From an optimization exercise on the open Yosys and OpenROAD flow, aimed at small area; shortcuts taken in it are not production practice. The RTL was checked by simulation tests, not by an equivalence proof against the original design. Power is estimated from default activity; no workload was simulated.

## flow/flow/run.sh

```bash
#!/bin/bash
# The standard layout with two changes:
#  - every port is buffered by a buf_1 instead of the default clkdlybuf4s50_1;
#  - clock tree synthesis builds from clkbuf_4/clkbuf_8 and adds no dummy loads; sinks are clustered 20 to a buffer within 50 um.
# make's output goes to layout.log here; ORFS keeps each step's log under orfs/logs.
set -euo pipefail
bash standard.sh \
  "BUFFER_PORTS_ARGS=-buffer_cell sky130_fd_sc_hd__buf_1" \
  "CTS_ARGS=-sink_clustering_enable -repair_clock_nets -dont_use_dummy_load -sink_clustering_size 20 -sink_clustering_max_diameter 50 -buf_list {sky130_fd_sc_hd__clkbuf_4 sky130_fd_sc_hd__clkbuf_8}" \
  finish > layout.log 2>&1
```

## flow/standard.sh

```bash
#!/bin/bash
# synth_recipe.tcl (not shown) runs the flow's synth.tcl, then flattens the netlist and writes it again
# the make line also repeats each setting of config.mk as NAME=value (left out here)
make -C /OpenROAD-flow-scripts/flow DESIGN_CONFIG=/design/flow/config.mk WORK_HOME=/design/flow/orfs CLKGATE_MAP_FILE= SYNTH_SCRIPT=/design/flow/synth_recipe.tcl "${@:-finish}"
```

## flow/config.mk

```make
export PLATFORM = sky130hd
export DESIGN_NAME = lpe_vstage
export DESIGN_NICKNAME = lpe_vstage
export VERILOG_FILES = /design/flow/design.v
export SDC_FILE = /design/flow/constraint.sdc
export NUM_CORES = 4
export LEC_CHECK = 0
export CAP_MARGIN = 20
export CORE_MARGIN = 2
export CORE_UTILIZATION = 40
export PLACE_DENSITY = 0.6
export SLEW_MARGIN = 20
```

## flow/constraint.sdc

```tcl
create_clock -name core_clock -period 15.0 [get_ports {clk}]
set_input_delay 3.0000 -clock core_clock [delete_from_list [all_inputs] [get_ports {clk}]]
set_output_delay 3.0000 -clock core_clock [all_outputs]
set_load 0.01 [all_outputs]
```

## flow/design.v

```verilog
module lpe_vstage (
    input  wire        clk,
    input  wire        rst,
    input  wire        clear,
    input  wire        start,
    input  wire [15:0] e,
    input  wire [15:0] kp_k,
    input  wire [3:0]  kp_s,
    input  wire [15:0] ki_k,
    input  wire [3:0]  ki_s,
    input  wire [15:0] ilim_lo,
    input  wire [15:0] ilim_hi,
    input  wire [15:0] ulim_lo,
    input  wire [15:0] ulim_hi,
    input  wire        cond,
    input  wire        bq1_en,
    input  wire [15:0] bq1_b0, bq1_b1, bq1_b2, bq1_a1, bq1_a2,
    input  wire        bq2_en,
    input  wire [15:0] bq2_b0, bq2_b1, bq2_b2, bq2_a1, bq2_a2,
    input  wire [15:0] vulim_lo,
    input  wire [15:0] vulim_hi,
    output reg         done,
    output reg  [15:0] iq0,         
    output reg         clamp_i
);
    localparam OP_KI = 4'd0, OP_KP = 4'd1,
               OP_A2A = 4'd2, OP_A1A = 4'd3, OP_B2A = 4'd4, OP_B1A = 4'd5, OP_B0A = 4'd6,
               OP_A2B = 4'd7, OP_A1B = 4'd8, OP_B2B = 4'd9, OP_B1B = 4'd10, OP_B0B = 4'd11,
               OP_NONE = 4'd15;
    function automatic [35:0] add36(input [35:0] a, input [35:0] b, input c);
        integer i;
        reg cy;
        begin
            cy = c;
            for (i = 0; i < 36; i = i + 1) begin
                add36[i] = a[i] ^ b[i] ^ cy;
                cy = (a[i] & b[i]) | (cy & (a[i] ^ b[i]));
            end
        end
    endfunction
    function automatic lt22(input [21:0] a, input [21:0] b);
        integer i;
        reg cy;
        reg [21:0] x, y;
        begin
            x = a ^ 22'h200000;
            y = b ^ 22'h200000;
            cy = 1'b1;
            for (i = 0; i < 22; i = i + 1)
                cy = (x[i] & ~y[i]) | ((x[i] | ~y[i]) & cy);
            lt22 = ~cy;
        end
    endfunction
    function automatic lt16(input [15:0] a, input [15:0] b);
        integer i;
        reg cy;
        reg [15:0] x, y;
        begin
            x = a ^ 16'h8000;
            y = b ^ 16'h8000;
            cy = 1'b1;
            for (i = 0; i < 16; i = i + 1)
                cy = (x[i] & ~y[i]) | ((x[i] | ~y[i]) & cy);
            lt16 = ~cy;
        end
    endfunction
    reg [2:0] ph;                    
    reg [15:0] x1a, x2a, x1b, x2b;   
    reg [31:0] y1a, y2a, y1b, y2b;   
    reg [30:0] integ;
    reg [1:0]  lp;                   
    reg        zI, zB1, zB2;         
    reg        busy;
    reg [3:0]  op;
    reg [2:0]  dc;
    reg        run_m;
    reg        fin;
    reg [3:0]  fop;
    reg        clev, piend, bqend, bqj, fev;
    reg        wact, wsel;
    reg [2:0]  wcnt;
    reg [19:0] P;
    reg [23:0] L;
    reg        pb;                   
    reg        rb, zl;               
    reg [35:0] A;                    
    wire is_pi = (op == OP_KI) || (op == OP_KP);
    wire is_a  = (op == OP_A2A) || (op == OP_A1A) || (op == OP_A2B) || (op == OP_A1B);
    wire is_b  = (op == OP_B2A) || (op == OP_B1A) || (op == OP_B0A) ||
                 (op == OP_B2B) || (op == OP_B1B) || (op == OP_B0B);
    wire go    = busy && !run_m && (is_pi || (is_a && ph == 3'd0) || (is_b && ph[1:0] == 2'd0));
    wire act   = run_m || go;
    wire [2:0] dcc  = run_m ? dc : 3'd0;
    wire [2:0] lastd = is_pi ? 3'd5 : is_a ? 3'd7 : 3'd3;
    wire last  = act && (dcc == lastd);
    reg [3:0] nxt;
    always @(*) begin
        case (op)
            OP_KP:   nxt = bq1_en ? OP_A2A : bq2_en ? OP_A2B : OP_NONE;
            OP_B0A:  nxt = bq2_en ? OP_A2B : OP_NONE;
            OP_B0B:  nxt = OP_NONE;
            default: nxt = op + 4'd1;
        endcase
    end
    wire [3:0] m1 = {4{~zB1}};
    wire [3:0] m2 = {4{~zB2}};
    wire [3:0] x1a_o = x1a[3:0] & m1, x2a_o = x2a[3:0] & m1;
    wire [3:0] y1a_o = y1a[3:0] & m1, y2a_o = y2a[3:0] & m1;
    wire [3:0] x1b_o = x1b[3:0] & m2, x2b_o = x2b[3:0] & m2;
    wire [3:0] y1b_o = y1b[3:0] & m2, y2b_o = y2b[3:0] & m2;
    wire [3:0] ydig = iq0[4*ph[1:0] +: 4];
    wire [1:0] q    = (op == OP_KI) ? ki_s[3:2] : kp_s[3:2];
    wire [2:0] eidx = dcc - {1'b0, q};
    wire       ev   = (dcc >= {1'b0, q}) && (eidx <= 3'd3);
    wire [3:0] edig = iq0[4*eidx[1:0] +: 4];
    reg [3:0]  D;
    reg        sgn;
    always @(*) begin
        D = 4'd0; sgn = 1'b0;
        case (op)
            OP_KI:  begin D = ev ? edig : 4'd0; sgn = ev && eidx == 3'd3; end
            OP_KP:  begin D = ev ? edig : 4'd0; sgn = ev && eidx == 3'd3; end
            OP_A2A: begin D = y2a_o; sgn = dcc == 3'd7; end
            OP_A1A: begin D = y1a_o; sgn = dcc == 3'd7; end
            OP_B2A: begin D = x2a_o; sgn = dcc == 3'd3; end
            OP_B1A: begin D = x1a_o; sgn = dcc == 3'd3; end
            OP_B0A: begin D = ydig;  sgn = dcc == 3'd3; end
            OP_A2B: begin D = y2b_o; sgn = dcc == 3'd7; end
            OP_A1B: begin D = y1b_o; sgn = dcc == 3'd7; end
            OP_B2B: begin D = x2b_o; sgn = dcc == 3'd3; end
            OP_B1B: begin D = x1b_o; sgn = dcc == 3'd3; end
            OP_B0B: begin D = ydig;  sgn = dcc == 3'd3; end
            default: ;
        endcase
    end
    wire        pisel = (op == OP_KI) | (op == OP_KP);
    wire [15:0] kpi   = (op == OP_KI) ? ki_k : kp_k;
    wire [1:0]  rpi   = (op == OP_KI) ? ki_s[1:0] : kp_s[1:0];
    wire [18:0] Kpi   = $signed({{3{kpi[15]}}, kpi}) <<< rpi;
    wire [18:0] K     = ({19{pisel}}          & Kpi) |
                        ({19{op == OP_A2A}}  & {bq1_a2, 3'd0}) |
                        ({19{op == OP_A1A}}  & {bq1_a1, 3'd0}) |
                        ({19{op == OP_B2A}}  & {bq1_b2[15], bq1_b2, 2'd0}) |
                        ({19{op == OP_B1A}}  & {bq1_b1[15], bq1_b1, 2'd0}) |
                        ({19{op == OP_B0A}}  & {bq1_b0[15], bq1_b0, 2'd0}) |
                        ({19{op == OP_A2B}}  & {bq2_a2, 3'd0}) |
                        ({19{op == OP_A1B}}  & {bq2_a1, 3'd0}) |
                        ({19{op == OP_B2B}}  & {bq2_b2[15], bq2_b2, 2'd0}) |
                        ({19{op == OP_B1B}}  & {bq2_b1[15], bq2_b1, 2'd0}) |
                        ({19{op == OP_B0B}}  & {bq2_b0[15], bq2_b0, 2'd0});
    wire        yp  = run_m & pb;                  
    wire        n0  = (D[1] & ~(D[0] & yp)) ^ is_a;    
    wire        o0  = D[0] ^ yp;
    wire        t0  = (D[1] & ~D[0] & ~yp) | (~D[1] & D[0] & yp);
    wire        n1  = (D[3] & ~(D[2] & D[1])) ^ is_a;
    wire        o1  = D[2] ^ D[1];
    wire        t1  = (D[3] & ~D[2] & ~D[1]) | (~D[3] & D[2] & D[1]);
    wire [19:0] K2  = {K, 1'b0};
    wire [19:0] Ks  = {K[18], K};
    wire [19:0] R0  = ((Ks & {20{o0}}) | (K2 & {20{t0}})) ^ {20{n0}};
    wire [19:0] R1  = ((Ks & {20{o1}}) | (K2 & {20{t1}})) ^ {20{n1}};
    wire [23:0] X   = run_m ? {{4{P[19]}}, P} : 24'd0;
    wire [23:0] Y   = {{4{R0[19]}}, R0};
    wire [23:0] Z   = {{2{R1[19]}}, R1, n1, n1};
    wire [23:0] cs  = X ^ Y ^ Z;
    wire [23:0] cc  = {((X[22:0] & Y[22:0]) | (X[22:0] & Z[22:0]) | (Y[22:0] & Z[22:0])), n0};
    reg  [23:0] S;
    always @(*) begin : cpa
        integer i;
        reg cy;
        cy = n1;
        for (i = 0; i < 24; i = i + 1) begin
            S[i] = cs[i] ^ cc[i] ^ cy;
            cy = (cs[i] & cc[i]) | (cy & (cs[i] ^ cc[i]));
        end
    end
    wire fpi   = (fop == OP_KI) || (fop == OP_KP);
    wire fa    = (fop == OP_A2A) || (fop == OP_A1A) || (fop == OP_A2B) || (fop == OP_A1B);
    wire ffst  = (fop == OP_A2A) || (fop == OP_A2B);
    wire [35:0] ext_bq = {P, L[23:8]};
    wire        psat   = (P[15:10] != {6{P[15]}});
    wire [35:0] ext_pi = psat ? {P[15], 1'b1, 34'd0} : {P[11:0], L};
    wire        rc     = rb & ~(P[19] & zl);        
    wire [35:0] Im     = zI ? 36'd0 : {{5{integ[30]}}, integ};
    wire [35:0] op1    = fpi ? Im : ffst ? 36'd0 : A;
    wire [35:0] op2    = fpi ? ext_pi : ext_bq;
    wire [35:0] Asum   = add36(op1, op2, fa & rc);
    wire [20:0] Ah  = A[35:15];
    wire        Anz = |A[14:0];
    wire [20:0] ilo = {{5{ilim_lo[15]}}, ilim_lo};
    wire [20:0] ihi = {{5{ilim_hi[15]}}, ilim_hi};
    wire below = lt22({Ah[20], Ah}, {ilo[20], ilo});           
    wire above = lt22({ihi, 1'b0}, {Ah, Anz});                 
    wire signed [15:0] es = iq0;
    wire hold = cond && ((lp == 2'b01 && es > 16'sd0) || (lp == 2'b11 && es < 16'sd0));
    wire        inc = A[14] & ~(A[35] & ~|A[13:0]);
    reg  [21:0] raw;
    always @(*) begin : rinc
        integer i;
        reg cy;
        reg [21:0] h;
        h = {A[35], A[35:15]};
        cy = inc;
        for (i = 0; i < 22; i = i + 1) begin
            raw[i] = h[i] ^ cy;
            cy = h[i] & cy;
        end
    end
    wire [15:0] clo    = piend ? ulim_lo : 16'h8000;
    wire [15:0] chi    = piend ? ulim_hi : 16'h7FFF;
    wire        u_hi   = lt22({{6{chi[15]}}, chi}, raw);
    wire        u_lo   = lt22(raw, {{6{clo[15]}}, clo});
    wire [15:0] u      = u_hi ? chi : u_lo ? clo : raw[15:0];
    wire        c_lo = A[35] & ~&A[34:30];
    wire        c_hi = ~A[35] & (|A[34:30] | (&A[29:15] & Anz));
    wire [31:0] cA = c_lo ? 32'hC0000000 : c_hi ? 32'h3FFF8000 : A[31:0];
    wire [3:0]  cdig = cA[4*ph +: 4];
    wire        wr   = bqend | wact;
    wire        wj   = bqend ? bqj : wsel;
    wire        f_lo = lt16(iq0, vulim_lo);
    wire        f_hi = lt16(vulim_hi, iq0);
    wire [15:0] fy   = f_lo ? vulim_lo : f_hi ? vulim_hi : iq0;
    wire lastend = (piend & ~bq1_en & ~bq2_en) | (bqend & (bqj | ~bq2_en));
    always @(posedge clk) begin
        x2a <= {(act && op == OP_B2A) ? x1a_o : x2a[3:0], x2a[15:4]};
        x1a <= {(act && op == OP_B0A) ? ydig  : x1a[3:0], x1a[15:4]};
        y2a <= {(act && op == OP_A2A) ? y1a_o : y2a[3:0], y2a[31:4]};
        y1a <= {(wr && !wj)           ? cdig  : y1a[3:0], y1a[31:4]};
        x2b <= {(act && op == OP_B2B) ? x1b_o : x2b[3:0], x2b[15:4]};
        x1b <= {(act && op == OP_B0B) ? ydig  : x1b[3:0], x1b[15:4]};
        y2b <= {(act && op == OP_A2B) ? y1b_o : y2b[3:0], y2b[31:4]};
        y1b <= {(wr && wj)            ? cdig  : y1b[3:0], y1b[31:4]};
    end
    always @(posedge clk) begin
        P <= S[23:4];
        pb <= D[3] & ~sgn;
        L <= {S[3:0], L[23:4]};
        case (dcc)
            3'd0:    zl <= (S[3:0] == 4'd0);
            3'd1,
            3'd2:    zl <= zl & (S[3:0] == 4'd0);
            3'd3:    begin zl <= zl & (S[2:0] == 3'd0); rb <= S[3]; end
            default: ;
        endcase
        if (fin) A <= Asum;
    end
    always @(posedge clk) begin
        if (rst) begin
            ph <= 3'd0;
            busy <= 1'b0; op <= OP_NONE; dc <= 3'd0; run_m <= 1'b0;
            fin <= 1'b0; fop <= 4'd0;
            clev <= 1'b0; piend <= 1'b0; bqend <= 1'b0; bqj <= 1'b0; fev <= 1'b0;
            wact <= 1'b0; wsel <= 1'b0; wcnt <= 3'd0;
            done <= 1'b0;
            zI <= 1'b1; zB1 <= 1'b1; zB2 <= 1'b1;
            lp <= 2'b00;
        end else begin
            ph   <= ph + 3'd1;
            done <= 1'b0;
            fin <= act && last;
            fop <= op;
            if (act) begin
                if (last) begin
                    run_m <= 1'b0;
                    op    <= nxt;
                end else begin
                    run_m <= 1'b1;
                    dc    <= dcc + 3'd1;
                end
            end
            clev  <= fin && fop == OP_KI;
            piend <= fin && fop == OP_KP;
            bqend <= fin && (fop == OP_B0A || fop == OP_B0B);
            bqj   <= fop == OP_B0B;
            fev   <= lastend;
            if (bqend) begin
                wact <= 1'b1; wsel <= bqj; wcnt <= 3'd6;
            end else if (wact) begin
                if (wcnt == 3'd0) wact <= 1'b0;
                wcnt <= wcnt - 3'd1;
            end
            if (!busy) begin
                if (clear) begin
                    zI <= 1'b1; zB1 <= 1'b1; zB2 <= 1'b1;
                    lp <= 2'b00;
                end else if (start) begin
                    iq0   <= e;
                    busy  <= 1'b1;
                    op    <= OP_KI;
                    run_m <= 1'b0;
                    zB1   <= zB1 | ~bq1_en;
                    zB2   <= zB2 | ~bq2_en;
                end
            end
            if (clev) begin
                clamp_i <= ~hold & (below | above);
                if (!hold) begin
                    integ <= below ? {ilim_lo, 15'd0} : above ? {ilim_hi, 15'd0} : A[30:0];
                    zI    <= 1'b0;
                end
            end
            if (piend) begin
                iq0 <= u;
                lp <= u_hi ? 2'b01 : u_lo ? 2'b11 : 2'b00;
            end
            if (bqend) begin
                iq0 <= u;
                if (u_hi)      lp <= 2'b01;
                else if (u_lo) lp <= 2'b11;
                if (bqj) zB2 <= 1'b0; else zB1 <= 1'b0;
            end
            if (fev) begin
                iq0 <= fy;
                if (f_hi)      lp <= 2'b01;
                else if (f_lo) lp <= 2'b11;
                done <= 1'b1;
                busy <= 1'b0;
            end
        end
    end
endmodule
```

==> impl_metrics.yaml, run 1 <==
critical_path:
  worst-endpoint-arrival_ns: 15.13
  reg2reg_setup_slack_ns: 0.48
  worst_r2r_startpoint: "P[12]"
  worstSetupEndpoint: "P[18]"
  crit_path_end_kind: "flip-flop"
  critical_path.slowest_cell: "sky130_fd_sc_hd__fa_2"
  cpMostUsedCell: "sky130_fd_sc_hd__fa_2"
  reg2regPathDepth: 44
  critical_path.startpoint_type: "input port"
  critPathTopFamily: "adder cells"
  crit_start: "ki_s[2]"
  number_of_buffer_and_inverter_stages_on_the_critical_path: 3
  critical_path_class: "in2reg"
  crit_required_ns: 15.45
  worstSetupPathDepth: 37
  critical-path-max-stage-delay_ns: 0.47
  regToRegEndpoint: "A[35]"
  crit_path_max_fanout: 4
logic_synthesis:
  synth.top_cells.by_area: "sky130_fd_sc_hd__dfxtp_1 28%, sky130_fd_sc_hd__edfxtp_1 13%, sky130_fd_sc_hd__fa_1 8.3%"
  synth_edf_count: 86
  synthesis_warnings: 1
  netlist-cell-type-count: 81
  synth-async-reset-ratio_pct: 0
  synth_seq_area_share_pct: 41.3
  synthDominantAreaCellType: "sky130_fd_sc_hd__dfxtp_1"
  yosys_register_bits: 356
  yosys.cell_count.top_type: "sky130_fd_sc_hd__dfxtp_1"
  post_synth_instance_area_mm2: 0.0193
  ys_top_cells_by_count: "270 x sky130_fd_sc_hd__dfxtp_1, 132 x sky130_fd_sc_hd__a22oi_1, 127 x sky130_fd_sc_hd__inv_1, 124 x sky130_fd_sc_hd__nand2_1, 109 x sky130_fd_sc_hd__a21oi_1"
  share_of_the_synthesized_area_in_the_top_cell_type_pct: 27.9
  synthesis.nets: 2371
  postSynth.topFlopCell: "sky130_fd_sc_hd__dfxtp_1"
  mean_syn_cell_area_um2: 10.0
  cells_after_synthesis: 1933
floorplanning:
  core-area_mm2: 0.0477
  row_count: 80
  die_h_um: 224
  initial_utilization_pct: 40.5
  die_w_um: 224
  design.die.area_mm2: 0.0501
  io-pin-count: 337
timing:
  finalClockSkew_ns: 0.0718
  timing_max_transition_violations_final: 0
  worst_slew_margin_rel_pct: 35.0
  unrepaired_setup_endpoints_after_global_routing: "true"
  worst_pin_slew_ns: 0.972
  max_freq_mhz: 68.2
  report.final.hold_viol_count: 0
  setup_total_negative_slack_ns: 0
  setup-violations-final: 0
  layout_worst_path_cycle_share_pct: 97.8
  postLayoutSetupSlackWorst_ns: 0.328
  period_needed_ns: 14.67
routing:
  drt-pass1-iter-count: 7
  wl_per_cell_um: 22.3
  first_iter_violations: 1553
  routed_wirelength_mm: 64.4
  drc: 0
  detail-route-antenna-nets: 0
  vias: 16497
  detail_route.vias_per_cell: 5.71
final_layout:
  area_delta_synth_final_pct: 14.8
  nNetsFinal: 2712
  drive_gt1_share_pct: 10.2
  fillCellCount: 4609
  instances_no_fill: 2890
placement:
  io_buffers: 336
  placed_cell_count: 2849
  place.gp.congestion: 0.936
  dp_slack_ns: -0.273
  post_dp_hpwl_mm: 50.3
clocking:
  ctsLongestPathBuffers: 3
  cts.root.buffer_cell: "sky130_fd_sc_hd__clkbuf_8"
  worstSkewPairLatency_ns: 0.61
  cts.sink_count: 356
  cts_tree: "done"
  numCtsBuffers: 36
  cts.htree.levels: 2
  cts-hold-fix-buffers: 0
  path_clk_slew_ns: 0.08
power:
  power.ir.vdd_worst_v: 0.0000508
  p_leak_nw: 8.47
  power_per_cell_area_mw_per_mm2: 99.0
global_routing:
  grt_pass1_vias: 16291
  grt_first_pass_wirelength_mm: 96.4
  globalRouteTotalUtil_pct: 25.3
  grt_max_degree: 43
  grt_antenna_before_repair: 4
  grt-ovfl-total: 0
hold_path:
  holdCritPathClass: "reg2reg"
job:
  max_cap_violations: 0
run_status:
  outcome: "finished clean"
==> flip-flops by register name, summed over array words and instances (netlist names), 2 cells and up <==
signal and cells:
A 36, y1a 32, y1b 32, y2a 32, y2b 32, integ 31, L 24, P 20
iq0 16, x1a 16, x1b 16, x2a 16, x2b 16, fop 4, op 4, dc 3
ph 3, wcnt 3, lp 2
==> worst min-delay path by stage <==
stage	startpoint	end	cells after the start
3_3_place_gp	x1a[13]	x1a[9]	0
5_1_grt	y2a[9]	y2a[5]	0
4_1_cts	y2a[9]	y2a[5]	0
6_report	y2a[9]	y2a[5]	0
3_5_place_dp	x2a[5]	x2a[1]	0
2_1_floorplan	x1a[4]	x1a[0]	0
==> worst register-to-register path: cells and delay by family (launching register included) <==
kind,cells,cell delay (ns)
and+or+nand+nor,4,0.62
DFF,1,0.34
adders and majority gates,35,12.82
AOI/OAI and AO/OA,1,0.09
xor gates and xnor gates,2,0.24
buffers and inverters,2,0.15
==> layer usage <==
layer	track usage, %	vias up	share of wire, %
met2	40.1	708	45
met1	34.8	7958	44
met5	0	-	0.020
met3	4.13	114	7.1
met4	9.55	2	3.3
li1	-	7715	-
==> kinds of logic (layout without fill, tap and decap cells) <==
family / after synthesis / count (layout) / share of synthesized area [%]
mux: 102 / 102 / 6.41
compound gates: 544 / 544 / 19.6
flops: 356 / 356 / 41.3
xor+xnor: 50 / 50 / 2.26
buf+inv: 223 / 562 / 4.53
other cells: 0 / 3 / 0
simple gates: 517 / 517 / 13.9
fa+ha+maj: 141 / 141 / 12.0
==> what timing repair did <==
item,in CTS,in global routing
buffers inserted,1,1
gates resized for setup,9,10
pin swaps,2,3
endpoints found under the setup margin,2,4
==> power breakdown <==
group	switching [W]	total [W]	internal, W
Combinational	0.000311	0.000531	0.000220
Clock	0.000314	0.000528	0.000214
Sequential	0.0000652	0.00114	0.00107
==> cell usage in the layout, fill, tap and decap left out, drive strengths merged, types with 9 or more instances in the layout <==
master   count
a211oi      26
a21o         9
a21oi      110
a221o        9
a221oi      24
a22o        12
a22oi      132
and2        47
and3        40
buf        397
clkbuf      36
dfxtp      270
edfxtp      86
fa          80
ha          39
inv        127
maj3        22
mux2        25
mux2i       64
mux4        13
nand2      125
nand2b      52
nand3       37
nand4       10
nor2        94
nor2b       48
nor3        23
nor4        10
o2111ai     19
o211ai      20
o21ai       81
o221ai      13
o22ai       12
o31ai        9
xnor2       27
xor2        23
==> per-stage QoR <==
step | utilization [%] | power [W] | hold WS (ns) | instance area (um^2)
floorplan | - | 0.00145 | 0.310 | 19500
global placement | 45.3 | 0.00167 | 0.310 | 21600
detailed placement | 45.3 | 0.00168 | 0.312 | 21600
CTS | 46.4 | 0.00222 | 0.283 | 22100
global route | 46.5 | 0.00232 | 0.273 | 22200
finish | 46.5 | 0.00220 | 0.281 | 22200
==> final cells by class <==
type,instances,area (um^2),share of cell area [%]
multi-input combinational,1354,10700,48.4
tap,615,769,3.46
sequential,356,7990,36.0
clock buffer,36,495,2.23
inverter,129,484,2.18
timing repair buffer,397,1720,7.74
antenna,3,7.51,0.0338
==> run 2, diff against run 1 <==
--- a/flow/design.v
+++ b/flow/design.v
@@ -53,15 +53,2 @@
     endfunction
-    function automatic lt16(input [15:0] a, input [15:0] b);
-        integer i;
-        reg cy;
-        reg [15:0] x, y;
-        begin
-            x = a ^ 16'h8000;
-            y = b ^ 16'h8000;
-            cy = 1'b1;
-            for (i = 0; i < 16; i = i + 1)
-                cy = (x[i] & ~y[i]) | ((x[i] | ~y[i]) & cy);
-            lt16 = ~cy;
-        end
-    endfunction
     reg [2:0] ph;                    
@@ -208,7 +195,8 @@
     end
-    wire [15:0] clo    = piend ? ulim_lo : 16'h8000;
-    wire [15:0] chi    = piend ? ulim_hi : 16'h7FFF;
-    wire        u_hi   = lt22({{6{chi[15]}}, chi}, raw);
-    wire        u_lo   = lt22(raw, {{6{clo[15]}}, clo});
-    wire [15:0] u      = u_hi ? chi : u_lo ? clo : raw[15:0];
+    wire [15:0] clo    = piend ? ulim_lo : fev ? vulim_lo : 16'h8000;
+    wire [15:0] chi    = piend ? ulim_hi : fev ? vulim_hi : 16'h7FFF;
+    wire [21:0] cx     = fev ? {{6{iq0[15]}}, iq0} : raw;
+    wire        u_hi   = lt22({{6{chi[15]}}, chi}, cx);
+    wire        u_lo   = lt22(cx, {{6{clo[15]}}, clo});
+    wire [15:0] u      = u_hi ? chi : u_lo ? clo : cx[15:0];
     wire        c_lo = A[35] & ~&A[34:30];
@@ -219,5 +207,2 @@
     wire        wj   = bqend ? bqj : wsel;
-    wire        f_lo = lt16(iq0, vulim_lo);
-    wire        f_hi = lt16(vulim_hi, iq0);
-    wire [15:0] fy   = f_lo ? vulim_lo : f_hi ? vulim_hi : iq0;
     wire lastend = (piend & ~bq1_en & ~bq2_en) | (bqend & (bqj | ~bq2_en));
@@ -312,5 +297,5 @@
             if (fev) begin
-                iq0 <= fy;
-                if (f_hi)      lp <= 2'b01;
-                else if (f_lo) lp <= 2'b11;
+                iq0 <= u;
+                if (u_hi)      lp <= 2'b01;
+                else if (u_lo) lp <= 2'b11;
                 done <= 1'b1;
==> run 2 against run 1 <==
Routed wire length down 1.7%. Largest power group unchanged. Via count down 3.3%. Sequential cell count unchanged. Critical endpoint unchanged. Global-route usage up 0.23 points. Critical path depth down 2.
==> impl_metrics.yaml, run 2 <==
run_status:
  outcome: "finished clean"
global_routing:
  grt_max_degree: 50
  grt-ovfl-total: 0
  grt_pass1_vias: 15422
  grt_antenna_before_repair: 3
  grt_first_pass_wirelength_mm: 93.7
  globalRouteTotalUtil_pct: 25.6
final_layout:
  fillCellCount: 4517
  fin_util_pct: 46.3
  mostFrequentLayoutCell: "sky130_fd_sc_hd__buf_1"
  registers.top_by_ff_count: "A"
  largest_reg_flops: 36
  instances_no_fill: 2752
  area_delta_synth_final_pct: 14.6
  nNetsFinal: 2584
  leading_cell_types_in_the_layout_fill_and_taps_excluded: "336 x sky130_fd_sc_hd__buf_1, 267 x sky130_fd_sc_hd__dfxtp_1, 160 x sky130_fd_sc_hd__a22oi_1"
  drive_gt1_share_pct: 11.9
clocking:
  worstSkewPairLatency_ns: 0.59
  cts_tree: "done"
  ctsLongestPathBuffers: 3
  post_cts_buffers: 0
  numCtsBuffers: 35
  cts.sink_count: 356
  cts.root.buffer_cell: "sky130_fd_sc_hd__clkbuf_8"
  cts-hold-fix-buffers: 0
  path_clk_slew_ns: 0.11
  cts.htree.levels: 2
critical_path:
  critical-path-max-stage-delay_ns: 0.54
  crit_path_end_kind: "flip-flop"
  critical_path.startpoint_type: "input port"
  critical_path_class: "in2reg"
  worst-endpoint-arrival_ns: 15.08
  crit_path_max_fanout: 3
  cpMostUsedCell: "sky130_fd_sc_hd__fa_2"
  crit_required_ns: 15.43
  critical_path.slowest_cell: "sky130_fd_sc_hd__fa_2"
logic_synthesis:
  synth_edf_count: 86
  synthDominantAreaCellType: "sky130_fd_sc_hd__dfxtp_1"
  netlist-cell-type-count: 80
  share_of_the_synthesized_area_in_the_top_cell_type_pct: 28.8
  mean_syn_cell_area_um2: 10.3
  synthesis.nets: 2256
  synth-async-reset-ratio_pct: 0
  cells_after_synthesis: 1818
  postSynth.topFlopCell: "sky130_fd_sc_hd__dfxtp_1"
  synth_seq_area_share_pct: 42.5
  synth.top_cells.by_area: "sky130_fd_sc_hd__dfxtp_1 29%, sky130_fd_sc_hd__edfxtp_1 14%, sky130_fd_sc_hd__fa_1 8.5%"
  yosys.cell_count.top_type: "sky130_fd_sc_hd__dfxtp_1"
  synthesis_warnings: 1
  ys_top_cells_by_count: "270 x sky130_fd_sc_hd__dfxtp_1, 160 x sky130_fd_sc_hd__a22oi_1, 113 x sky130_fd_sc_hd__nand2_1, 92 x sky130_fd_sc_hd__a21oi_1, 86 x sky130_fd_sc_hd__edfxtp_1"
  yosys_register_bits: 356
  post_synth_instance_area_mm2: 0.0188
routing:
  first_iter_violations: 1394
  detail-route-antenna-nets: 0
  detail_route.vias_per_cell: 5.80
  vias: 15957
  wl_per_cell_um: 23.0
  drc: 0
  drt-pass1-iter-count: 6
  routed_wirelength_mm: 63.3
power:
  power.share.clock_pct: 24.1
  total_power_w: 0.00214
  switchingPower_w: 0.000650
  p_int_w: 0.00149
  power.share.switching_pct: 30.4
  power_per_cell_area_mw_per_mm2: 99.2
  power_frac_seq_pct: 53.3
  p_leak_nw: 7.98
  combPwrFrac_pct: 22.6
  power.ir.vdd_worst_v: 0.0000843
floorplanning:
  die_h_um: 221
  row_count: 79
  initial_utilization_pct: 40.4
  design.die.area_mm2: 0.0487
  die_w_um: 221
  core-area_mm2: 0.0465
  io-pin-count: 337
placement:
  placed_cell_count: 2716
  place.gp.congestion: 0.951
  io_buffers: 336
  post_dp_hpwl_mm: 49.0
timing:
  setup_total_negative_slack_ns: 0
  report.final.hold_viol_count: 0
  finalClockSkew_ns: 0.0954
  max_freq_mhz: 68.2
  period_needed_ns: 14.66
  setup-violations-final: 0
  layout_worst_path_cycle_share_pct: 97.7
  unrepaired_setup_endpoints_after_global_routing: "false"
  worst_slew_margin_rel_pct: 28.7
  worst_pin_slew_ns: 1.07
  timing_max_transition_violations_final: 0
hold_path:
  holdCritPathClass: "reg2reg"
job:
  max_cap_violations: 0
run 2: through the flow:
step                hold slack, ns  cell area (um^2)  setup WS, ns
global route                 0.294             21500        0.0138
finish                       0.297             21500         0.343
global placement             0.310             21000       -0.0898
detailed placement           0.312             21000        -0.261
floorplan                    0.310             19000       0.00189
CTS                          0.289             21500       0.00555
run 2: power by group through the flow:
stage / Clock (W) / Combinational [W] / Sequential, W
finish: 0.000514 / 0.000483 / 0.00114
global route: 0.000562 / 0.000546 / 0.00115
CTS: 0.000528 / 0.000483 / 0.00114
detailed placement: 0 / 0.000478 / 0.00116
global placement: 0 / 0.000463 / 0.00116
floorplan: 0 / 0.000305 / 0.00113
run 2: logic make-up after synthesis:
kind of cell,synth area share (%)
AOI/OAI and AO/OA,20.0
and+or+nand+nor,12.7
DFF,42.5
buffers and inverters,4.00
adders and majority gates,11.6
muxes,6.88
xor gates and xnor gates,2.28
run 2: per-layer routing:
| layer | vias up | GRT usage, % | wire length, um |
|---|---|---|---|
| met1 | 7812 | 36.9 | 28100 |
| li1 | 7351 | - | - |
| met5 | - | 0 | 19 |
| met2 | 682 | 39.9 | 29100 |
| met4 | 4 | 7.84 | 1880 |
| met3 | 108 | 3.22 | 4300 |
run 2: layout make-up:
cell class,instances,area [um^2],share of cell area (%)
repair buffers,397,1720,7.99
flip-flops and latches,356,7990,37.1
clock buffers,35,482,2.24
diodes,1,2.50,0.0116
inverters,82,308,1.43
multi-input cells,1274,10300,47.7
well taps,607,759,3.53
run 2: path summary, 6_finish.rpt:
check        startpoint     end  slack, ns  cells after the start
max reg2reg       P[12]   A[35]       0.49                     44
max             kp_s[2]   P[18]       0.34                     35
min              x2a[9]  x2a[5]       0.30                      0
min reg2reg      x2a[9]  x2a[5]       0.30                      0
run 2: repair_timing:
action	4_1_cts	5_1_grt
endpoints found under the setup margin	2	3
pin swaps	1	2
gates resized for setup	4	14
run 2: worst max-delay path: cells and delay by family:
kind,cells,cell delay [ns]
buffers and inverters,2,0.14
muxes,2,0.84
AOI/OAI and AO/OA,1,0.36
xor gates and xnor gates,1,0.17
and+or+nand+nor,3,0.25
adders and majority gates,26,10.30
==> run 3, diff against run 2 <==
==> flow/flow/run.sh (replaced) <==
#!/bin/bash
# The standard layout with two changes:
#  - every port is buffered by a buf_1 instead of the default clkdlybuf4s50_1;
#  - clock tree synthesis builds from clkbuf_4/clkbuf_8 and adds no dummy loads.
# make's output goes to layout.log here; ORFS keeps each step's log under orfs/logs.
set -euo pipefail
bash standard.sh \
  "BUFFER_PORTS_ARGS=-buffer_cell sky130_fd_sc_hd__buf_1" \
  "CTS_ARGS=-sink_clustering_enable -repair_clock_nets -dont_use_dummy_load -buf_list {sky130_fd_sc_hd__clkbuf_4 sky130_fd_sc_hd__clkbuf_8}" \
  finish > layout.log 2>&1
==> run 3 against run 2 <==
Register-to-register slack improved by 0.04 ns. Synthesized cell count unchanged. Sequential cell count unchanged. Global-route usage increased by 0.10 points. Total power increased by 6.9%. Fmax increased by 0.20%. Area after synthesis unchanged. Setup slack improved by 0.029 ns. Die area unchanged. Highest routed layer unchanged. Largest cell class unchanged. Clock power increased by 28%.
==> impl_metrics.yaml, run 3 <==
run_status:
  outcome: "finished clean"
logic_synthesis:
  cells_after_synthesis: 1818
  yosys_register_bits: 356
  yosys.cell_count.top_type: "sky130_fd_sc_hd__dfxtp_1"
  share_of_the_synthesized_area_in_the_top_cell_type_pct: 28.8
  postSynth.topFlopCell: "sky130_fd_sc_hd__dfxtp_1"
  post_synth_instance_area_mm2: 0.0188
  ys_top_cells_by_count: "270 x sky130_fd_sc_hd__dfxtp_1, 160 x sky130_fd_sc_hd__a22oi_1, 113 x sky130_fd_sc_hd__nand2_1, 92 x sky130_fd_sc_hd__a21oi_1, 86 x sky130_fd_sc_hd__edfxtp_1"
  synth_seq_area_share_pct: 42.5
  synth.top_cells.by_area: "sky130_fd_sc_hd__dfxtp_1 29%, sky130_fd_sc_hd__edfxtp_1 14%, sky130_fd_sc_hd__fa_1 8.5%"
  mean_syn_cell_area_um2: 10.3
  synthDominantAreaCellType: "sky130_fd_sc_hd__dfxtp_1"
  synth-async-reset-ratio_pct: 0
  synth_edf_count: 86
  synthesis.nets: 2256
  netlist-cell-type-count: 80
  synthesis_warnings: 1
critical_path:
  crit_required_ns: 15.46
  critical_path.startpoint_type: "input port"
  cpMostUsedCell: "sky130_fd_sc_hd__fa_2"
  critical_path_class: "in2reg"
  worst-endpoint-arrival_ns: 15.09
  critical_path.slowest_cell: "sky130_fd_sc_hd__fa_2"
  crit_path_end_kind: "flip-flop"
  reg2regPathDepth: 44
  crit_path_max_fanout: 3
  critical-path-max-stage-delay_ns: 0.54
final_layout:
  area_delta_synth_final_pct: 16.1
  registers.top_by_ff_count: "A"
  drive_gt1_share_pct: 12.8
  fin_util_pct: 47.0
  leading_cell_types_in_the_layout_fill_and_taps_excluded: "336 x sky130_fd_sc_hd__buf_1, 267 x sky130_fd_sc_hd__dfxtp_1, 160 x sky130_fd_sc_hd__a22oi_1"
  largest_reg_flops: 36
  final_cell_area_mm2: 0.0218
  nNetsFinal: 2605
  fillCellCount: 4507
  mostFrequentLayoutCell: "sky130_fd_sc_hd__buf_1"
timing:
  worst_slew_margin_rel_pct: 28.8
  postLayoutSetupSlackWorst_ns: 0.372
  setup_total_negative_slack_ns: 0
  max_freq_mhz: 68.4
  worst_pin_slew_ns: 1.07
  setup-violations-final: 0
  report.final.hold_viol_count: 0
  finalClockSkew_ns: 0.114
  unrepaired_setup_endpoints_after_global_routing: "false"
  period_needed_ns: 14.63
  layout_worst_path_cycle_share_pct: 97.5
  timing_max_transition_violations_final: 0
global_routing:
  grt-ovfl-total: 0
  globalRouteTotalUtil_pct: 25.7
  grt_pass1_vias: 15576
  grt_max_degree: 50
  grt_first_pass_wirelength_mm: 94.1
  grt_antenna_before_repair: 3
routing:
  wl_per_cell_um: 22.9
  vias: 16123
  detail-route-antenna-nets: 0
  routed_wirelength_mm: 63.6
  detail_route.vias_per_cell: 5.81
  drc: 0
  drt-pass1-iter-count: 6
  first_iter_violations: 1392
floorplanning:
  row_count: 79
  io-pin-count: 337
  die_w_um: 221
  initial_utilization_pct: 40.4
  core-area_mm2: 0.0465
  die_h_um: 221
  design.die.area_mm2: 0.0487
hold_path:
  timing.hold.worst_path_depth: 0
  holdCritPathClass: "reg2reg"
clocking:
  cts-hold-fix-buffers: 0
  path_clk_slew_ns: 0.06
  numCtsBuffers: 56
  cts.sink_count: 356
  ctsLongestPathBuffers: 3
  worstSkewPairLatency_ns: 0.62
  post_cts_buffers: 0
  cts.htree.levels: 2
  cts_tree: "done"
  cts.root.buffer_cell: "sky130_fd_sc_hd__clkbuf_8"
power:
  total_power_w: 0.00228
  p_leak_nw: 8.13
  power.ir.vdd_worst_v: 0.0000970
  power_per_cell_area_mw_per_mm2: 105
job:
  max_cap_violations: 0
placement:
  place.gp.congestion: 0.951
  dp_slack_ns: -0.261
  post_dp_cell_area_mm2: 0.0210
  post_dp_hpwl_mm: 49.0
  io_buffers: 336
==> run 3: cell counts after synthesis <==
No cell type changed its count.
==> run 3: final cells by class <==
| cell class | instances | area, um^2 | area share [%] |
|---|---|---|---|
| timing repair buffer | 397 | 1720 | 7.88 |
| multi-input combinational | 1274 | 10300 | 47.1 |
| antenna | 1 | 2.50 | 0.0115 |
| clock buffer | 56 | 771 | 3.53 |
| sequential | 356 | 7990 | 36.6 |
| inverter | 82 | 308 | 1.41 |
| tap | 607 | 759 | 3.48 |
==> run 3: worst paths after layout <==
check | to | from | slack [ns]
setup reg to reg | A[35] | P[12] | 0.53
setup / recovery | P[18] | kp_s[2] | 0.37
hold reg to reg | L[1] | L[5] | 0.30
hold / removal | L[1] | L[5] | 0.30
==> run 3: worst max-delay path, delay by kind of cell <==
family | cells | cell delay, ns
AO/OA/AOI/OAI | 1 | 0.36
XOR/XNOR | 1 | 0.17
adder cells (fa/ha/maj) | 26 | 10.30
buffers and inverters | 2 | 0.14
multiplexers | 2 | 0.84
AND/OR/NAND/NOR | 3 | 0.26
==> run 3: routing by layer <==
layer  share of wire [%]  global-route usage [%]  routed length, um  up-vias
li1                    -                       -                  -     7389
met1                  45                    36.7              28500     7922
met2                  46                    40.1              29300      711
met3                 6.5                    3.52               4130       97
met4                 2.6                    8.29               1680        4
met5               0.035                       0                 22        -
==> run 3: per-stage QoR <==
step | hold WS (ns) | cells
after floorplan | 0.310 | 1818
after global placement | 0.310 | 2716
after detailed placement | 0.312 | 2716
after CTS | 0.297 | 2772
after global routing | 0.301 | 2773
final | 0.304 | 2773
==> run 3: power breakdown <==
group	internal, W	switching [W]
Combinational	0.000203	0.000279
Clock	0.000327	0.000334
Sequential	0.00108	0.0000643
Total	0.00161	0.000677
==> run 3: kinds of logic (layout without fill, tap and decap cells) <==
logic type,after synthesis,count (layout),share of synthesized area (%)
xor gates and xnor gates,49,49,2.28
DFF,356,356,42.5
and+or+nand+nor,456,456,12.7
other,0,1,0
buffers and inverters,188,535,4.00
AOI/OAI and AO/OA,535,535,20.0
muxes,106,106,6.88
adders and majority gates,128,128,11.6
==> run 3: timing repair <==
action                                  4_1_cts  5_1_grt
endpoints found under the setup margin        2        3
gates resized for setup                       3       15
hold endpoints to repair                      0        0
pin swaps                                     1        2
==> run 4, diff against run 3 <==
--- a/flow/design.v
+++ b/flow/design.v
@@ -40,13 +40,13 @@
     endfunction
-    function automatic lt22(input [21:0] a, input [21:0] b);
+    function automatic lt23(input [22:0] a, input [22:0] b);
         integer i;
         reg cy;
-        reg [21:0] x, y;
+        reg [22:0] x, y;
         begin
-            x = a ^ 22'h200000;
-            y = b ^ 22'h200000;
+            x = a ^ 23'h400000;
+            y = b ^ 23'h400000;
             cy = 1'b1;
-            for (i = 0; i < 22; i = i + 1)
+            for (i = 0; i < 23; i = i + 1)
                 cy = (x[i] & ~y[i]) | ((x[i] | ~y[i]) & cy);
-            lt22 = ~cy;
+            lt23 = ~cy;
         end
@@ -174,8 +174,3 @@
     wire [35:0] Asum   = add36(op1, op2, fa & rc);
-    wire [20:0] Ah  = A[35:15];
     wire        Anz = |A[14:0];
-    wire [20:0] ilo = {{5{ilim_lo[15]}}, ilim_lo};
-    wire [20:0] ihi = {{5{ilim_hi[15]}}, ilim_hi};
-    wire below = lt22({Ah[20], Ah}, {ilo[20], ilo});           
-    wire above = lt22({ihi, 1'b0}, {Ah, Anz});                 
     wire signed [15:0] es = iq0;
@@ -195,7 +190,8 @@
     end
-    wire [15:0] clo    = piend ? ulim_lo : fev ? vulim_lo : 16'h8000;
-    wire [15:0] chi    = piend ? ulim_hi : fev ? vulim_hi : 16'h7FFF;
-    wire [21:0] cx     = fev ? {{6{iq0[15]}}, iq0} : raw;
-    wire        u_hi   = lt22({{6{chi[15]}}, chi}, cx);
-    wire        u_lo   = lt22(cx, {{6{clo[15]}}, clo});
+    wire [15:0] clo    = clev ? ilim_lo : piend ? ulim_lo : fev ? vulim_lo : 16'h8000;
+    wire [15:0] chi    = clev ? ilim_hi : piend ? ulim_hi : fev ? vulim_hi : 16'h7FFF;
+    wire [21:0] cx     = clev ? {A[35], A[35:15]} : fev ? {{6{iq0[15]}}, iq0} : raw;
+    wire        cxl    = clev & Anz;
+    wire        u_hi   = lt23({{6{chi[15]}}, chi, 1'b0}, {cx, cxl});
+    wire        u_lo   = lt23({cx, cxl}, {{6{clo[15]}}, clo, 1'b0});
     wire [15:0] u      = u_hi ? chi : u_lo ? clo : cx[15:0];
@@ -280,5 +276,5 @@
             if (clev) begin
-                clamp_i <= ~hold & (below | above);
+                clamp_i <= ~hold & (u_lo | u_hi);
                 if (!hold) begin
-                    integ <= below ? {ilim_lo, 15'd0} : above ? {ilim_hi, 15'd0} : A[30:0];
+                    integ <= u_lo ? {clo, 15'd0} : u_hi ? {chi, 15'd0} : A[30:0];
                     zI    <= 1'b0;
==> flow/flow/run.sh (replaced) <==
#!/bin/bash
# The standard layout with two changes:
#  - every port is buffered by a buf_1 instead of the default clkdlybuf4s50_1;
#  - clock tree synthesis builds from clkbuf_4/clkbuf_8 and adds no dummy loads; sinks are clustered 20 to a buffer within 50 um.
# make's output goes to layout.log here; ORFS keeps each step's log under orfs/logs.
set -euo pipefail
bash standard.sh \
  "BUFFER_PORTS_ARGS=-buffer_cell sky130_fd_sc_hd__buf_1" \
  "CTS_ARGS=-sink_clustering_enable -repair_clock_nets -dont_use_dummy_load -sink_clustering_size 20 -sink_clustering_max_diameter 50 -buf_list {sky130_fd_sc_hd__clkbuf_4 sky130_fd_sc_hd__clkbuf_8}" \
  finish > layout.log 2>&1
==> run 4 against run 3 <==
Still clean. Register-to-register slack got worse by 0.06 ns. Die area shrank 0.34%. Area after synthesis down 0.35%. Clock skew increased by 0.028 ns. Critical endpoint unchanged.
==> impl_metrics.yaml, run 4 <==
run_status:
  outcome: "finished clean"
placement:
  io_buffers: 336
  dp_slack_ns: -0.364
  post_dp_cell_area_mm2: 0.0208
  place.gp.congestion: 0.909
  post_dp_hpwl_mm: 47.7
global_routing:
  globalRouteTotalUtil_pct: 25.0
  grt_max_degree: 65
  grt_first_pass_wirelength_mm: 90.7
  grt_antenna_before_repair: 0
  grt-ovfl-total: 0
  grt_pass1_vias: 15244
timing:
  timing_max_transition_violations_final: 0
  report.final.hold_viol_count: 0
  layout_worst_path_cycle_share_pct: 97.1
  worst_slew_margin_rel_pct: 35.7
  setup_total_negative_slack_ns: 0
  finalClockSkew_ns: 0.143
  period_needed_ns: 14.57
  postLayoutSetupSlackWorst_ns: 0.434
  worst_pin_slew_ns: 0.963
  setup-violations-final: 0
  max_freq_mhz: 68.7
critical_path:
  reg2reg_setup_slack_ns: 0.47
  cpMostUsedCell: "sky130_fd_sc_hd__fa_2"
  crit_path_end_kind: "flip-flop"
  critical-path-max-stage-delay_ns: 0.59
  reg2regPathDepth: 44
  worst_r2r_startpoint: "fop[2]"
  crit_path_max_fanout: 4
  critical_path.startpoint_type: "input port"
  critPathTopFamily: "adder cells"
  worst-endpoint-arrival_ns: 15.00
  number_of_buffer_and_inverter_stages_on_the_critical_path: 3
  crit_start: "kp_s[2]"
  critical_path.slowest_cell: "sky130_fd_sc_hd__fa_1"
  worstSetupPathDepth: 37
  worstSetupEndpoint: "P[18]"
  critical_path_class: "in2reg"
  regToRegEndpoint: "A[35]"
  crit_required_ns: 15.43
clocking:
  numCtsBuffers: 38
  cts.sink_count: 356
  cts.root.buffer_cell: "sky130_fd_sc_hd__clkbuf_8"
  cts_tree: "done"
  worstSkewPairLatency_ns: 0.64
  ctsLongestPathBuffers: 3
  cts.htree.levels: 2
  path_clk_slew_ns: 0.10
  cts-hold-fix-buffers: 0
routing:
  drt-pass1-iter-count: 6
  drc: 0
  first_iter_violations: 1291
  detail-route-antenna-nets: 0
  wl_per_cell_um: 22.5
  routed_wirelength_mm: 62.0
  vias: 15651
  detail_route.vias_per_cell: 5.68
logic_synthesis:
  mean_syn_cell_area_um2: 10.3
  yosys.cell_count.top_type: "sky130_fd_sc_hd__dfxtp_1"
  post_synth_instance_area_mm2: 0.0187
  yosys_register_bits: 356
  synthDominantAreaCellType: "sky130_fd_sc_hd__dfxtp_1"
  netlist-cell-type-count: 74
  synthesis_warnings: 1
  cells_after_synthesis: 1825
  postSynth.topFlopCell: "sky130_fd_sc_hd__dfxtp_1"
  synthesis.nets: 2263
  ys_top_cells_by_count: "270 x sky130_fd_sc_hd__dfxtp_1, 150 x sky130_fd_sc_hd__a22oi_1, 131 x sky130_fd_sc_hd__nand2_1, 92 x sky130_fd_sc_hd__a21oi_1, 86 x sky130_fd_sc_hd__edfxtp_1"
  share_of_the_synthesized_area_in_the_top_cell_type_pct: 28.9
  synth_seq_area_share_pct: 42.7
  synth_edf_count: 86
  synth.top_cells.by_area: "sky130_fd_sc_hd__dfxtp_1 29%, sky130_fd_sc_hd__edfxtp_1 14%, sky130_fd_sc_hd__fa_1 8.6%"
  synth-async-reset-ratio_pct: 0
job:
  max_cap_violations: 0
final_layout:
  largest_reg_flops: 36
  nNetsFinal: 2589
  final_cell_area_mm2: 0.0215
  registers.top_by_ff_count: "A"
  leading_cell_types_in_the_layout_fill_and_taps_excluded: "335 x sky130_fd_sc_hd__buf_1, 265 x sky130_fd_sc_hd__dfxtp_1, 150 x sky130_fd_sc_hd__a22oi_1"
  mostFrequentLayoutCell: "sky130_fd_sc_hd__buf_1"
  fillCellCount: 4421
  drive_gt1_share_pct: 11.4
  insertedDiodeCount: 0
  area_delta_synth_final_pct: 14.7
  fin_util_pct: 46.3
floorplanning:
  row_count: 79
  initial_utilization_pct: 40.4
  die_h_um: 220
  io-pin-count: 337
  core-area_mm2: 0.0464
  design.die.area_mm2: 0.0486
  die_w_um: 220
power:
  power_per_cell_area_mw_per_mm2: 102
  p_leak_nw: 7.96
  power.ir.vdd_worst_v: 0.0000397
  total_power_w: 0.00219
hold_path:
  timing.hold.worst_path_depth: 0
  holdCritPathClass: "reg2reg"
[run 4: worst min-delay path by stage]
stage / start / slack (ns) / end
3_3_place_gp: y2a[4] / 0.31 / y2a[0]
3_5_place_dp: x1a[6] / 0.31 / x1a[2]
4_1_cts: y1a[18] / 0.25 / y1a[14]
5_1_grt: y1a[18] / 0.25 / y1a[14]
6_report: y1a[18] / 0.25 / y1a[14]
2_1_floorplan: x1a[4] / 0.31 / x1a[0]
[run 4: layout make-up]
class	count	area, um^2	area share [%]
inverter	70	263	1.22
timing repair buffer	402	1760	8.17
sequential	356	8000	37.2
tap	607	759	3.54
clock buffer	38	523	2.43
multi-input combinational	1283	10200	47.4
[run 4: what timing repair did]
action / CTS / global route
buffers inserted: 9 / 0
endpoints found under the setup margin: 3 / 5
resized for setup: 9 / 13
gates cloned: 0 / 0
pin swaps: 3 / 3
[run 4: layer usage]
| metal | vias up | global-route usage [%] | routed length (um) |
|---|---|---|---|
| met2 | 737 | 43.9 | 29600 |
| met4 | 0 | 9.87 | 2310 |
| met3 | 114 | 4.60 | 4910 |
| met5 | - | 0 | 0 |
| met1 | 7489 | 30.3 | 25200 |
| li1 | 7311 | - | - |
[run 4: cell families after synthesis]
group | after synthesis | synth area share (%)
compound gates | 515 | 19.4
simple gates | 504 | 14.1
flops | 356 | 42.7
buf+inv | 186 | 4.22
fa+ha+maj | 125 | 11.5
mux | 89 | 5.81
xor+xnor | 50 | 2.34
[run 4: report_power, final]
part / internal, W / switching (W)
clock network: 0.000225 / 0.000312
registers: 0.00107 / 0.0000685
logic: 0.000224 / 0.000288
[run 4: through the flow]
step	hold slack, ns	cells
after floorplan	0.310	1825
after global placement	0.310	2708
after detailed placement	0.312	2708
after CTS	0.254	2755
after global routing	0.255	2756
final	0.255	2756
[run 4: worst reg2reg max path, delay by kind of cell (launching register included)]
family / cells / cell delay, ns
AOI/OAI and AO/OA: 1 / 0.13
xor gates and xnor gates: 2 / 0.22
adders and majority gates: 35 / 12.89
buffers and inverters: 3 / 0.31
DFF: 1 / 0.36
and+or+nand+nor: 3 / 0.39
==> run 5, diff against run 4 <==
--- a/flow/design.v
+++ b/flow/design.v
@@ -63,2 +63,3 @@
     reg        run_m;
+    reg [2:0]  ec;                   
     reg        fin;
@@ -98,6 +99,4 @@
     wire [3:0] ydig = iq0[4*ph[1:0] +: 4];
-    wire [1:0] q    = (op == OP_KI) ? ki_s[3:2] : kp_s[3:2];
-    wire [2:0] eidx = dcc - {1'b0, q};
-    wire       ev   = (dcc >= {1'b0, q}) && (eidx <= 3'd3);
-    wire [3:0] edig = iq0[4*eidx[1:0] +: 4];
+    wire       ev   = ~ec[2];
+    wire [3:0] edig = iq0[4*ec[1:0] +: 4];
     reg [3:0]  D;
@@ -107,4 +106,4 @@
         case (op)
-            OP_KI:  begin D = ev ? edig : 4'd0; sgn = ev && eidx == 3'd3; end
-            OP_KP:  begin D = ev ? edig : 4'd0; sgn = ev && eidx == 3'd3; end
+            OP_KI:  begin D = ev ? edig : 4'd0; sgn = ev && ec == 3'd3; end
+            OP_KP:  begin D = ev ? edig : 4'd0; sgn = ev && ec == 3'd3; end
             OP_A2A: begin D = y2a_o; sgn = dcc == 3'd7; end
@@ -171,5 +170,5 @@
     wire [35:0] Im     = zI ? 36'd0 : {{5{integ[30]}}, integ};
-    wire [35:0] op1    = fpi ? Im : ffst ? 36'd0 : A;
-    wire [35:0] op2    = fpi ? ext_pi : ext_bq;
-    wire [35:0] Asum   = add36(op1, op2, fa & rc);
+    wire [35:0] op1    = (fin & fpi) ? Im : (fin & ffst) ? 36'd0 : A;
+    wire [35:0] op2    = ~fin ? 36'd0 : fpi ? ext_pi : ext_bq;
+    wire [35:0] Asum   = add36(op1, op2, fin & fa & rc);
     wire        Anz = |A[14:0];
@@ -225,3 +224,3 @@
         endcase
-        if (fin) A <= Asum;
+        A <= Asum;
     end
@@ -242,2 +241,3 @@
             fop <= op;
+            if (act && is_pi) ec <= last ? -{1'b0, kp_s[3:2]} : ec + 3'd1;
             if (act) begin
@@ -268,2 +268,3 @@
                     iq0   <= e;
+                    ec    <= -{1'b0, ki_s[3:2]};
                     busy  <= 1'b1;
==> run 5 against run 4 <==
Critical path depth rose by 5. Non-clock buffer count fell by 7. Via count rose by 3.5%. Fmax rose by 0.31%. Combinational power fell by 27%. Largest power group unchanged.
==> impl_metrics.yaml, run 5 <==
run_status:
  outcome: "finished clean"
critical_path:
  crit_required_ns: 15.46
  critical_path_class: "reg2reg"
  cpMostUsedCell: "sky130_fd_sc_hd__fa_2"
  critical_path.slowest_cell: "sky130_fd_sc_hd__fa_2"
  critPathTopFamily: "adder cells"
  worst-endpoint-arrival_ns: 14.98
  crit_path_end_kind: "flip-flop"
  critical_path.startpoint_type: "flip-flop"
  reg2reg_setup_slack_ns: 0.48
  critical-path-max-stage-delay_ns: 0.42
  number_of_buffer_and_inverter_stages_on_the_critical_path: 1
  crit_path_max_fanout: 4
job:
  max_cap_violations: 0
logic_synthesis:
  mean_syn_cell_area_um2: 10.0
  synth_seq_area_share_pct: 40.9
  yosys.cell_count.top_type: "sky130_fd_sc_hd__dfxtp_1"
  synth_edf_count: 53
  synthesis.nets: 2322
  cells_after_synthesis: 1883
  synthDominantAreaCellType: "sky130_fd_sc_hd__dfxtp_1"
  synth-async-reset-ratio_pct: 0
  synthesis_warnings: 1
  yosys_register_bits: 359
  post_synth_instance_area_mm2: 0.0189
  ys_top_cells_by_count: "306 x sky130_fd_sc_hd__dfxtp_1, 174 x sky130_fd_sc_hd__nand2_1, 120 x sky130_fd_sc_hd__a22oi_1, 79 x sky130_fd_sc_hd__fa_1, 75 x sky130_fd_sc_hd__clkbuf_1"
  synth.top_cells.by_area: "sky130_fd_sc_hd__dfxtp_1 32%, sky130_fd_sc_hd__edfxtp_1 8.4%, sky130_fd_sc_hd__fa_1 8.4%"
  postSynth.topFlopCell: "sky130_fd_sc_hd__dfxtp_1"
  share_of_the_synthesized_area_in_the_top_cell_type_pct: 32.5
  netlist-cell-type-count: 85
clocking:
  cts.root.buffer_cell: "sky130_fd_sc_hd__clkbuf_8"
  post_cts_buffers: 0
  cts.htree.levels: 2
  cts_tree: "done"
  worstSkewPairLatency_ns: 0.60
  cts-hold-fix-buffers: 0
  ctsLongestPathBuffers: 3
  path_clk_slew_ns: 0.10
  cts.sink_count: 359
  numCtsBuffers: 35
routing:
  drc: 0
  detail_route.vias_per_cell: 5.78
  first_iter_violations: 1239
  vias: 16191
  wl_per_cell_um: 23.3
  detail-route-antenna-nets: 0
  drt-pass1-iter-count: 5
  routed_wirelength_mm: 65.4
timing:
  timing_max_transition_violations_final: 0
  report.final.hold_viol_count: 0
  finalHoldWorstSlack_ns: 0.281
  worst_pin_slew_ns: 1.04
  finalClockSkew_ns: 0.0922
  period_needed_ns: 14.52
  worst_slew_margin_rel_pct: 29.6
  max_freq_mhz: 68.9
  setup-violations-final: 0
  layout_worst_path_cycle_share_pct: 96.8
  unrepaired_setup_endpoints_after_global_routing: "false"
global_routing:
  grt-ovfl-total: 0
  grt_antenna_before_repair: 4
  grt_first_pass_wirelength_mm: 98.3
  grt_pass1_vias: 16362
  globalRouteTotalUtil_pct: 26.1
  grt_max_degree: 78
final_layout:
  registers.top_by_ff_count: "A"
  mostFrequentLayoutCell: "sky130_fd_sc_hd__buf_1"
  drive_gt1_share_pct: 8.90
  largest_reg_flops: 36
  area_delta_synth_final_pct: 13.6
  nNetsFinal: 2633
  leading_cell_types_in_the_layout_fill_and_taps_excluded: "335 x sky130_fd_sc_hd__buf_1, 300 x sky130_fd_sc_hd__dfxtp_1, 174 x sky130_fd_sc_hd__nand2_1"
  seq_area_mm2: 0.00772
  instances_no_fill: 2803
  fillCellCount: 4481
  multi_input_comb_area_mm2: 0.0106
floorplanning:
  design.die.area_mm2: 0.0489
  die_w_um: 221
  row_count: 79
  core-area_mm2: 0.0466
  die_h_um: 221
  io-pin-count: 337
  initial_utilization_pct: 40.5
placement:
  place.gp.congestion: 0.970
  placed_cell_count: 2764
  io_buffers: 336
  post_dp_hpwl_mm: 51.2
power:
  total_power_w: 0.00202
  power_per_cell_area_mw_per_mm2: 94.2
  power.ir.vdd_worst_v: 0.0000448
  p_leak_nw: 7.86
hold_path:
  holdCritPathClass: "reg2reg"
==> run 5: cell count changes in the layout (fill, tap and decap cells not counted), sizes merged, moves of 30 or more <==
cell / before / now
nand2: 131 / 174
a22oi: 150 / 120
and3: 52 / 19
a21boi: 2 / 33
edfxtp: 86 / 53
dfxtp: 270 / 306
nand3: 24 / 54
==> run 5: layout make-up <==
class	instances	area share, %
clock buffer	35	2.25
antenna	4	0.0467
inverter	46	0.812
sequential	359	36.1
tap	607	3.55
timing repair buffer	395	7.96
multi-input combinational	1357	49.3
==> run 5: final timing paths <==
check,startpoint,to,cells after the start
worst max-delay path,fop[1],A[35],42
worst min-delay path,y1b[21],y1b[17],0
worst max register to register,fop[1],A[35],42
worst min register to register,y1b[21],y1b[17],0
==> run 5: cells by family after synthesis <==
group	synth area share, %
compound gates	20.5
xor+xnor	2.37
fa+ha+maj	11.3
buf+inv	3.76
flops	40.9
mux	6.70
simple gates	14.5
==> run 5: routing by layer <==
layer  global-route usage, %  routed length (um)  vias to the layer above  part of all wire [%]
met1                    30.9               25800                     7747                    39
met2                    45.2               31500                      770                    48
met3                    4.06                4310                      156                   6.6
met4                    14.2                3750                        0                   5.7
li1                        -                   -                     7518                     -
met5                       0                   0                        -                     0
==> run 5: timing repair <==
action / in CTS / in global routing
hold endpoints to repair: 0 / 0
pin swaps: 0 / 3
endpoints found under the setup margin: 2 / 4
gates resized for setup: 3 / 14
==> run 5: worst register-to-register path: cells and delay by family (launching register included) <==
kind,cells,cell delay [ns]
adder cells (fa/ha/maj),35,13.12
AND/OR/NAND/NOR,2,0.21
flip-flops,1,0.34
buffers and inverters,1,0.10
XOR/XNOR,3,0.39
AO/OA/AOI/OAI,1,0.26
==> run 5: stage by stage <==
stage	util, %	area (um^2)	setup WS, ns	setup TNS (ns)
after floorplan	-	18900	-0.00241	-0.00241
after global placement	44.8	20900	-0.0298	-0.0379
after detailed placement	44.9	20900	-0.144	-0.328
after CTS	45.9	21400	0.0332	0
after global routing	46.0	21400	0.0566	0
final	46.0	21400	0.479	0
==> run 5: power by group <==
part           total, W  switching [W]  internal (W)  leakage (nW)
logic          0.000372       0.000225      0.000146          4.63
registers       0.00113      0.0000722       0.00105          2.98
clock network  0.000519       0.000310      0.000209         0.252
total           0.00202       0.000608       0.00141          7.86
==> run 6, diff against run 5 <==
--- a/flow/config.mk
+++ b/flow/config.mk
@@ -9,4 +9,4 @@
 export CORE_MARGIN = 2
-export CORE_UTILIZATION = 40
-export PLACE_DENSITY = 0.6
+export CORE_UTILIZATION = 55
+export PLACE_DENSITY = 0.7
 export SLEW_MARGIN = 20
==> run 6 against run 5 <==
Fmax up 0.31%. Synthesized cell count is the same. Hold slack lost 0.010 ns. Via count up 0.67%. Routed wire length decreased by 5.9%. Critical path type unchanged.
==> impl_metrics.yaml, run 6 <==
run_status:
  outcome: "finished clean"
timing:
  timing_max_transition_violations_final: 0
  postLayoutSetupSlackWorst_ns: 0.523
  setup-violations-final: 0
  worst_pin_slew_ns: 1.27
  unrepaired_setup_endpoints_after_global_routing: "false"
  worst_slew_margin_rel_pct: 15.6
  max_freq_mhz: 69.1
  report.final.hold_viol_count: 0
  finalClockSkew_ns: 0.0778
critical_path:
  cpMostUsedCell: "sky130_fd_sc_hd__fa_2"
  worst_r2r_startpoint: "fop[1]"
  critical_path.startpoint_type: "flip-flop"
  critical_path_class: "reg2reg"
  reg2regPathDepth: 41
  crit_required_ns: 15.45
  crit_path_end_kind: "flip-flop"
  critical-path-max-stage-delay_ns: 0.42
global_routing:
  grt_max_degree: 82
  grt_antenna_before_repair: 6
  grt_first_pass_wirelength_mm: 92.7
  globalRouteTotalUtil_pct: 33.8
  grt_pass1_vias: 15802
power:
  p_leak_nw: 7.79
  p_int_w: 0.00140
  power.ir.vdd_worst_v: 0.0000657
  power_per_cell_area_mw_per_mm2: 94.6
  power.share.switching_pct: 29.9
  switchingPower_w: 0.000598
  power_frac_seq_pct: 56.4
  combPwrFrac_pct: 18.3
job:
  max_cap_violations: 0
final_layout:
  drive_gt1_share_pct: 8.39
  mostFrequentLayoutCell: "sky130_fd_sc_hd__buf_1"
  registers.top_by_ff_count: "A"
  area_delta_synth_final_pct: 12.1
  nNetsFinal: 2622
  fin_util_pct: 62.9
  largest_reg_flops: 36
logic_synthesis:
  synth_edf_count: 53
  synth_seq_area_share_pct: 40.9
  yosys_register_bits: 359
  post_synth_instance_area_mm2: 0.0189
  synthDominantAreaCellType: "sky130_fd_sc_hd__dfxtp_1"
  ys_top_cells_by_count: "306 x sky130_fd_sc_hd__dfxtp_1, 174 x sky130_fd_sc_hd__nand2_1, 120 x sky130_fd_sc_hd__a22oi_1, 79 x sky130_fd_sc_hd__fa_1, 75 x sky130_fd_sc_hd__clkbuf_1"
  synthesis_warnings: 1
  cells_after_synthesis: 1883
  yosys.cell_count.top_type: "sky130_fd_sc_hd__dfxtp_1"
clocking:
  cts_tree: "done"
  cts-hold-fix-buffers: 0
  worstSkewPairLatency_ns: 0.57
  cts.sink_count: 359
  path_clk_slew_ns: 0.11
  cts.htree.levels: 2
routing:
  routed_wirelength_mm: 61.6
  drc: 0
  vias: 16300
  drt-pass1-iter-count: 5
  detail_route.vias_per_cell: 6.19
  first_iter_violations: 1368
floorplanning:
  initial_utilization_pct: 56.1
  design.die.area_mm2: 0.0358
  core-area_mm2: 0.0336
  row_count: 67
  die_h_um: 189
  die_w_um: 189
  io-pin-count: 337
hold_path:
  holdCritStartpoint: "y1b[16]"
  holdCritPathClass: "reg2reg"
placement:
  place.gp.congestion: 0.955
  dp_slack_ns: -0.263
==> run 6: cell counts after synthesis <==
Identical to the previous run, type by type.
==> run 6: cell families after synthesis <==
| family | Yosys count | synth area share [%] |
|---|---|---|
| AOI/OAI and AO/OA | 543 | 20.5 |
| and+or+nand+nor | 533 | 14.5 |
| DFF | 359 | 40.9 |
| buffers and inverters | 167 | 3.76 |
| adders and majority gates | 123 | 11.3 |
| muxes | 107 | 6.70 |
| xor gates and xnor gates | 51 | 2.37 |
==> run 6: routing by layer <==
layer / vias up / share of wire [%] / GRT usage, %
met4: 0 / 4.7 / 15.6
met2: 816 / 48 / 57.7
met5: - / 0 / 0
met1: 7848 / 39 / 41.9
met3: 140 / 8.0 / 5.93
li1: 7496 / - / -
==> run 6: power by group through the flow <==
stage	combinational, W	clock (W)	sequential (W)
global placement	0.000349	0	0.00115
CTS	0.000361	0.000515	0.00113
detailed placement	0.000355	0	0.00115
global route	0.000401	0.000547	0.00114
floorplan	0.000228	0	0.00111
finish	0.000365	0.000506	0.00113
==> run 6: repair_timing <==
| item | in CTS | in global routing |
|---|---|---|
| endpoints found under the hold margin | 0 | 0 |
| pin swaps | 0 | 2 |
| resized for setup | 9 | 10 |
| setup endpoints to repair | 3 | 5 |
==> run 6: worst max path at each step <==
stage               startpoint     to  slack [ns]
CTS                     fop[1]  A[35]        0.03
global route           kp_s[0]  P[18]        0.02
floorplan               fop[3]  A[35]      -0.002
global placement        fop[1]  A[35]       -0.10
finish                  fop[1]  A[35]        0.52
detailed placement      fop[1]  A[35]       -0.26
==> run 6: critical path, delay by kind of cell (launching register included) <==
family / cells / cell delay (ns)
adders and majority gates: 35 / 13.13
xor gates and xnor gates: 2 / 0.23
AOI/OAI and AO/OA: 1 / 0.11
DFF: 1 / 0.34
and+or+nand+nor: 2 / 0.47
buffers and inverters: 1 / 0.09
==> run 6: layout make-up <==
cell class	count	area [um^2]	share of cell area (%)
Clock buffer	34	468	2.21
Multi-Input combinational cell	1357	10600	50.0
Sequential cell	359	7720	36.5
Tap cell	448	561	2.65
Timing Repair Buffer	385	1630	7.71
Antenna cell	6	15.0	0.0710
Inverter	46	174	0.823
==> run 6: metrics by stage <==
step / hold WS, ns / cell area, um^2 / power, W / TNS, ns / cells
global placement: 0.310 / 20600 / 0.00150 / -0.180 / 2595
CTS: 0.256 / 21100 / 0.00200 / 0 / 2629
finish: 0.271 / 21100 / 0.00200 / 0 / 2635
detailed placement: 0.312 / 20600 / 0.00150 / -0.674 / 2595
floorplan: 0.310 / 18900 / 0.00134 / -0.00241 / 1883
global route: 0.264 / 21100 / 0.00208 / 0 / 2634

==> afterwards: timing with drivers on the ports <==
The flow's constraints put no driver on any port. The routed layouts listed below were extracted and timed again, unchanged, in two steps.
Step 1, drivers: a clkbuf_16 drives clk and a buf_2 each remaining input, both assumed.
Step 2 moves the port delays by t, midway between the first and last clock arrival at a register: inputs arrive t later, outputs are due t later. That takes back most of the time a late clock gives input paths.
a / b / c = ideal ports / drivers / drivers and shift; a / b = the first two.
run | shift t [ns] | slack for setup (ns) | slew at the worst register clock pin (ns) | worst slew at a driven data input, ns
run 1 | 0.635 | 0.328 / 0.369 / -0.266 | 0.12 / 0.12 | 0.09
run 2 | 0.600 | 0.343 / 0.379 / -0.221 | 0.11 / 0.11 | 0.09
run 3 | 0.623 | 0.372 / 0.407 / -0.215 | 0.07 / 0.07 | 0.09
run 4 | 0.620 | 0.434 / 0.458 / -0.162 | 0.11 / 0.11 | 0.12
run 5 | 0.599 | 0.479 / 0.479 / -0.021 | 0.11 / 0.11 | 0.16
run 6 | 0.582 | 0.523 / 0.523 / 0.055 | 0.11 / 0.11 | 0.13
Met with ideal ports but missed after step 2: setup timing in 5 of these runs. For run 4, which loses most, drivers alone change the setup slack by +0.024 ns; drivers and shift together by -0.596 ns.
